This is an optimization exercise on Yosys and OpenROAD, whose aim is small area, a short achievable clock period and few clock cycles per item, not a production implementation. Where RTL was checked, it was by simulation tests only, not by an equivalence proof against the original.

==> module rs_gf_inv_den, before the edit <==
module rs_gf_inv_den (
    input  wire [7:0] a,
    output wire [3:0] dl
);
    wire [3:0] h = a[7:4];
    wire [3:0] l = a[3:0];
    wire [3:0] h2x8 = {h[0] ^ h[2] ^ h[3], h[1], h[1] ^ h[2] ^ h[3], h[2]};    
    wire [3:0] l2   = {l[3], l[1] ^ l[3], l[2], l[0] ^ l[2]};                   
    wire [3:0] hl;
    rs_gf16_mul u_hl (.x(h), .z(l), .p(hl));
    assign dl = h2x8 ^ hl ^ l2;
endmodule
==> module rs_gf_inv_fin, before the edit <==
module rs_gf_inv_fin (
    input  wire [7:0] a,
    input  wire [3:0] dl,
    output wire [7:0] y
);
    wire [3:0] h = a[7:4];
    wire [3:0] l = a[3:0];
    localparam [15:0] INV0 = 16'h4976;
    localparam [15:0] INV1 = 16'h53E8;
    localparam [15:0] INV2 = 16'h2DD8;
    localparam [15:0] INV3 = 16'h953C;
    wire [3:0] di = {INV3[dl], INV2[dl], INV1[dl], INV0[dl]};
    rs_gf16_mul u_yh (.x(h), .z(di), .p(y[7:4]));
    rs_gf16_mul u_yl (.x(h ^ l), .z(di), .p(y[3:0]));
endmodule
==> module rs_values, before the edit <==
module rs_values (
    input  wire [7:0]  w,        
    input  wire [7:0]  s0,
    input  wire [7:0]  s1,
    output wire [7:0]  a,        
    output wire [7:0]  b         
);
    wire [7:0] m, bt;
    rs_gf_mul u_a (.a(s1), .b(w), .p(m));
    rs_gf_mul u_b (.a(s0), .b(w), .p(bt));
    rs_gf_from_tower u_ap (.t(s0 ^ m), .a(a));
    rs_gf_from_tower u_bp (.t(bt), .a(b));
endmodule
==> module rs_codec, before the edit <==
module rs_codec (
    input  wire         clk,
    input  wire         rst,         
    input  wire         req_valid,
    output wire         req_ready,
    input  wire         req_write,   
    input  wire [159:0] req_word,    
    output reg          rsp_valid,
    output reg  [159:0] rsp_word,
    output reg  [1:0]   rsp_nerr,
    output reg          rsp_uncorr
);
    assign req_ready = 1'b1;
    reg         v0, wr0;
    reg [159:0] w0;
    always @(posedge clk) begin
        v0  <= req_valid && !rst;
        wr0 <= req_write;
        w0  <= req_word;
    end
    wire [31:0] t, chk, sp, s;
    rs_encoder  u_enc (.x(w0[159:32]), .t(t), .chk(chk));
    rs_syndrome u_syn (.t(t), .x(w0[31:0]), .s(sp));
    genvar j;
    generate
        for (j = 0; j < 4; j = j + 1) begin : tw
            rs_gf_to_tower u_tw (.a(sp[8*j +: 8]), .t(s[8*j +: 8]));
        end
    endgenerate
    reg         v1, rd1;
    reg [159:0] w1;
    reg [31:0]  s1r;
    always @(posedge clk) begin
        v1  <= v0 && !rst;
        rd1 <= !wr0;
        w1  <= {w0[159:32], wr0 ? chk : w0[31:0]};
        s1r <= s;
    end
    wire [7:0] d, n1, n2;
    rs_keyeq u_key (.s(s1r), .d(d), .n1(n1), .n2(n2));
    wire [3:0] n1_den;
    rs_gf_inv_den u_inv_den (.a(n1), .dl(n1_den));
    reg         v2, rd2, nz2, s0nz2, dz2;
    reg [159:0] w2;
    reg [7:0]   d2, n12, n22, s02, s12;
    reg [3:0]   nden2;
    always @(posedge clk) begin
        v2    <= v1 && !rst;
        rd2   <= rd1;
        nz2   <= (s1r != 32'h0);
        s0nz2 <= (s1r[7:0] != 8'h00);
        dz2   <= (d == 8'h00);
        w2    <= w1;
        d2    <= d;
        n12   <= n1;
        n22   <= n2;
        s02   <= s1r[7:0];
        s12   <= s1r[15:8];
        nden2 <= n1_den;
    end
    wire [19:0] hit;
    rs_chien u_chien (.dz(dz2), .d(d2), .n1(n12), .n2(n22), .s0(s02), .s1(s12), .hit(hit));
    wire [7:0] n1_inv, w;
    rs_gf_inv_fin u_inv_fin (.a(n12), .dl(nden2), .y(n1_inv));
    rs_gf_mul u_w (.a(d2), .b(n1_inv), .p(w));
    reg         v3, rd3, nz3, dz3, n1z3, s0nz3;
    reg [159:0] w3;
    reg [19:0]  hit3;
    reg [7:0]   wq3, s03, s13;
    always @(posedge clk) begin
        v3    <= v2 && !rst;
        rd3   <= rd2;
        nz3   <= nz2;
        dz3   <= dz2;
        n1z3  <= (n12 == 8'h00);
        s0nz3 <= s0nz2;
        w3    <= w2;
        hit3  <= hit;
        wq3   <= w;
        s03   <= s02;
        s13   <= s12;
    end
    wire any, two;
    rs_count u_cnt (.hit(hit3), .any(any), .two(two));
    wire single_ok = dz3 && n1z3 && s0nz3 && any;
    wire double_ok = !dz3 && two;
    wire ok = rd3 && (single_ok || double_ok);
    wire [7:0] a, b;
    rs_values u_val (.w(wq3), .s0(s03), .s1(s13), .a(a), .b(b));
    wire [159:0] corrected;
    rs_correct u_cor (.cw(w3), .fix(hit3 & {20{ok}}), .a(a), .b(b), .corrected(corrected));
    always @(posedge clk) begin
        rsp_valid  <= v3 && !rst;
        rsp_word   <= corrected;
        rsp_nerr   <= !rd3 ? 2'd0 : single_ok ? 2'd1 : double_ok ? 2'd2 : 2'd0;
        rsp_uncorr <= rd3 && nz3 && !single_ok && !double_ok;
    end
endmodule
Settings: LEC_CHECK=0, CAP_MARGIN=20, CORE_MARGIN=2, CORE_UTILIZATION=60, SLEW_MARGIN=20; clock period 18.0 ns.
standard.sh (not shown) runs the stock make flow with config.mk's settings and CLKGATE_MAP_FILE= SYNTH_SCRIPT=/design/flow/synth_recipe.tcl, a recipe that flattens the netlist after the stock synthesis.
==> flow/flow/run.sh <==
#!/bin/bash
set -uo pipefail
bash standard.sh SETUP_SLACK_MARGIN=13.5 "BUFFER_PORTS_ARGS=-buffer_cell sky130_fd_sc_hd__buf_1" finish > standard.log 2>&1
Testbench counts at the start, summed over its fixed seeds: cycles 6,440, items 6,400.
Edit:
--- a/flow/design.v
+++ b/flow/design.v
@@ -63,7 +63,7 @@
     end
 endmodule
-module rs_gf_inv_den (
+module rs_gf_inv (
     input  wire [7:0] a,
-    output wire [3:0] dl
+    output wire [7:0] y
 );
     wire [3:0] h = a[7:4];
@@ -73,13 +73,5 @@
     wire [3:0] hl;
     rs_gf16_mul u_hl (.x(h), .z(l), .p(hl));
-    assign dl = h2x8 ^ hl ^ l2;
-endmodule
-module rs_gf_inv_fin (
-    input  wire [7:0] a,
-    input  wire [3:0] dl,
-    output wire [7:0] y
-);
-    wire [3:0] h = a[7:4];
-    wire [3:0] l = a[3:0];
+    wire [3:0] dl = h2x8 ^ hl ^ l2;
     localparam [15:0] INV0 = 16'h4976;
     localparam [15:0] INV1 = 16'h53E8;
@@ -1287,13 +1279,14 @@
 endmodule
 module rs_values (
-    input  wire [7:0]  w,        
+    input  wire [7:0]  s0d,      
+    input  wire [7:0]  s1d,      
+    input  wire [7:0]  n1_inv,   
     input  wire [7:0]  s0,
-    input  wire [7:0]  s1,
     output wire [7:0]  a,        
     output wire [7:0]  b         
 );
     wire [7:0] m, bt;
-    rs_gf_mul u_a (.a(s1), .b(w), .p(m));
-    rs_gf_mul u_b (.a(s0), .b(w), .p(bt));
+    rs_gf_mul u_a (.a(s1d), .b(n1_inv), .p(m));
+    rs_gf_mul u_b (.a(s0d), .b(n1_inv), .p(bt));
     rs_gf_from_tower u_ap (.t(s0 ^ m), .a(a));
     rs_gf_from_tower u_bp (.t(bt), .a(b));
@@ -1356,10 +1349,7 @@
     wire [7:0] d, n1, n2;
     rs_keyeq u_key (.s(s1r), .d(d), .n1(n1), .n2(n2));
-    wire [3:0] n1_den;
-    rs_gf_inv_den u_inv_den (.a(n1), .dl(n1_den));
     reg         v2, rd2, nz2, s0nz2, dz2;
     reg [159:0] w2;
     reg [7:0]   d2, n12, n22, s02, s12;
-    reg [3:0]   nden2;
     always @(posedge clk) begin
         v2    <= v1 && !rst;
@@ -1374,15 +1364,15 @@
         s02   <= s1r[7:0];
         s12   <= s1r[15:8];
-        nden2 <= n1_den;
     end
     wire [19:0] hit;
     rs_chien u_chien (.dz(dz2), .d(d2), .n1(n12), .n2(n22), .s0(s02), .s1(s12), .hit(hit));
-    wire [7:0] n1_inv, w;
-    rs_gf_inv_fin u_inv_fin (.a(n12), .dl(nden2), .y(n1_inv));
-    rs_gf_mul u_w (.a(d2), .b(n1_inv), .p(w));
+    wire [7:0] n1_inv, s0d, s1d;
+    rs_gf_inv u_inv (.a(n12), .y(n1_inv));
+    rs_gf_mul u_s0d (.a(s02), .b(d2), .p(s0d));
+    rs_gf_mul u_s1d (.a(s12), .b(d2), .p(s1d));
     reg         v3, rd3, nz3, dz3, n1z3, s0nz3;
     reg [159:0] w3;
     reg [19:0]  hit3;
-    reg [7:0]   wq3, s03, s13;
+    reg [7:0]   s0d3, s1d3, ninv3, s03;
     always @(posedge clk) begin
         v3    <= v2 && !rst;
@@ -1394,7 +1384,8 @@
         w3    <= w2;
         hit3  <= hit;
-        wq3   <= w;
+        s0d3  <= s0d;
+        s1d3  <= s1d;
+        ninv3 <= n1_inv;
         s03   <= s02;
-        s13   <= s12;
     end
     wire any, two;
@@ -1404,5 +1395,5 @@
     wire ok = rd3 && (single_ok || double_ok);
     wire [7:0] a, b;
-    rs_values u_val (.w(wq3), .s0(s03), .s1(s13), .a(a), .b(b));
+    rs_values u_val (.s0d(s0d3), .s1d(s1d3), .n1_inv(ninv3), .s0(s03), .a(a), .b(b));
     wire [159:0] corrected;
     rs_correct u_cor (.cw(w3), .fix(hit3 & {20{ok}}), .a(a), .b(b), .corrected(corrected));
Cell count goes up by a few percent.
Synthesized cell count goes up by a few percent.
Setup slack barely changes.
Global-route usage grows by 1.4 points.
Area after synthesis went up by a few percent.
Utilization decreases by 1.3 points.
Only the layout flow was run in the second run of this note; the RTL was not checked for function there.

[afterwards: timing with drivers on the ports]
In the flow no input, the clock included, has a driving cell. The finished layouts below were timed again as built, in two steps.
Step 1, drivers: a clkbuf_16 drives clk and a buf_2 each remaining input, both assumed.
Step 2 also shifts input and output timing later by t, the mid clock arrival at the registers, as if the neighbouring blocks saw the same clock.
a / b / c = ideal / step 1 / step 2; a / b = the first two.
run	t, ns	setup WS [ns]	latest minus earliest clock arrival (ns)	worst slew at a driven data input, ns
the first run	0.728	13.220 / 13.150 / 13.433	0.040 / 0.041	0.08
the second run	0.740	13.219 / 13.143 / 13.487	0.081 / 0.082	0.09
After both steps every run listed still meets setup and hold.
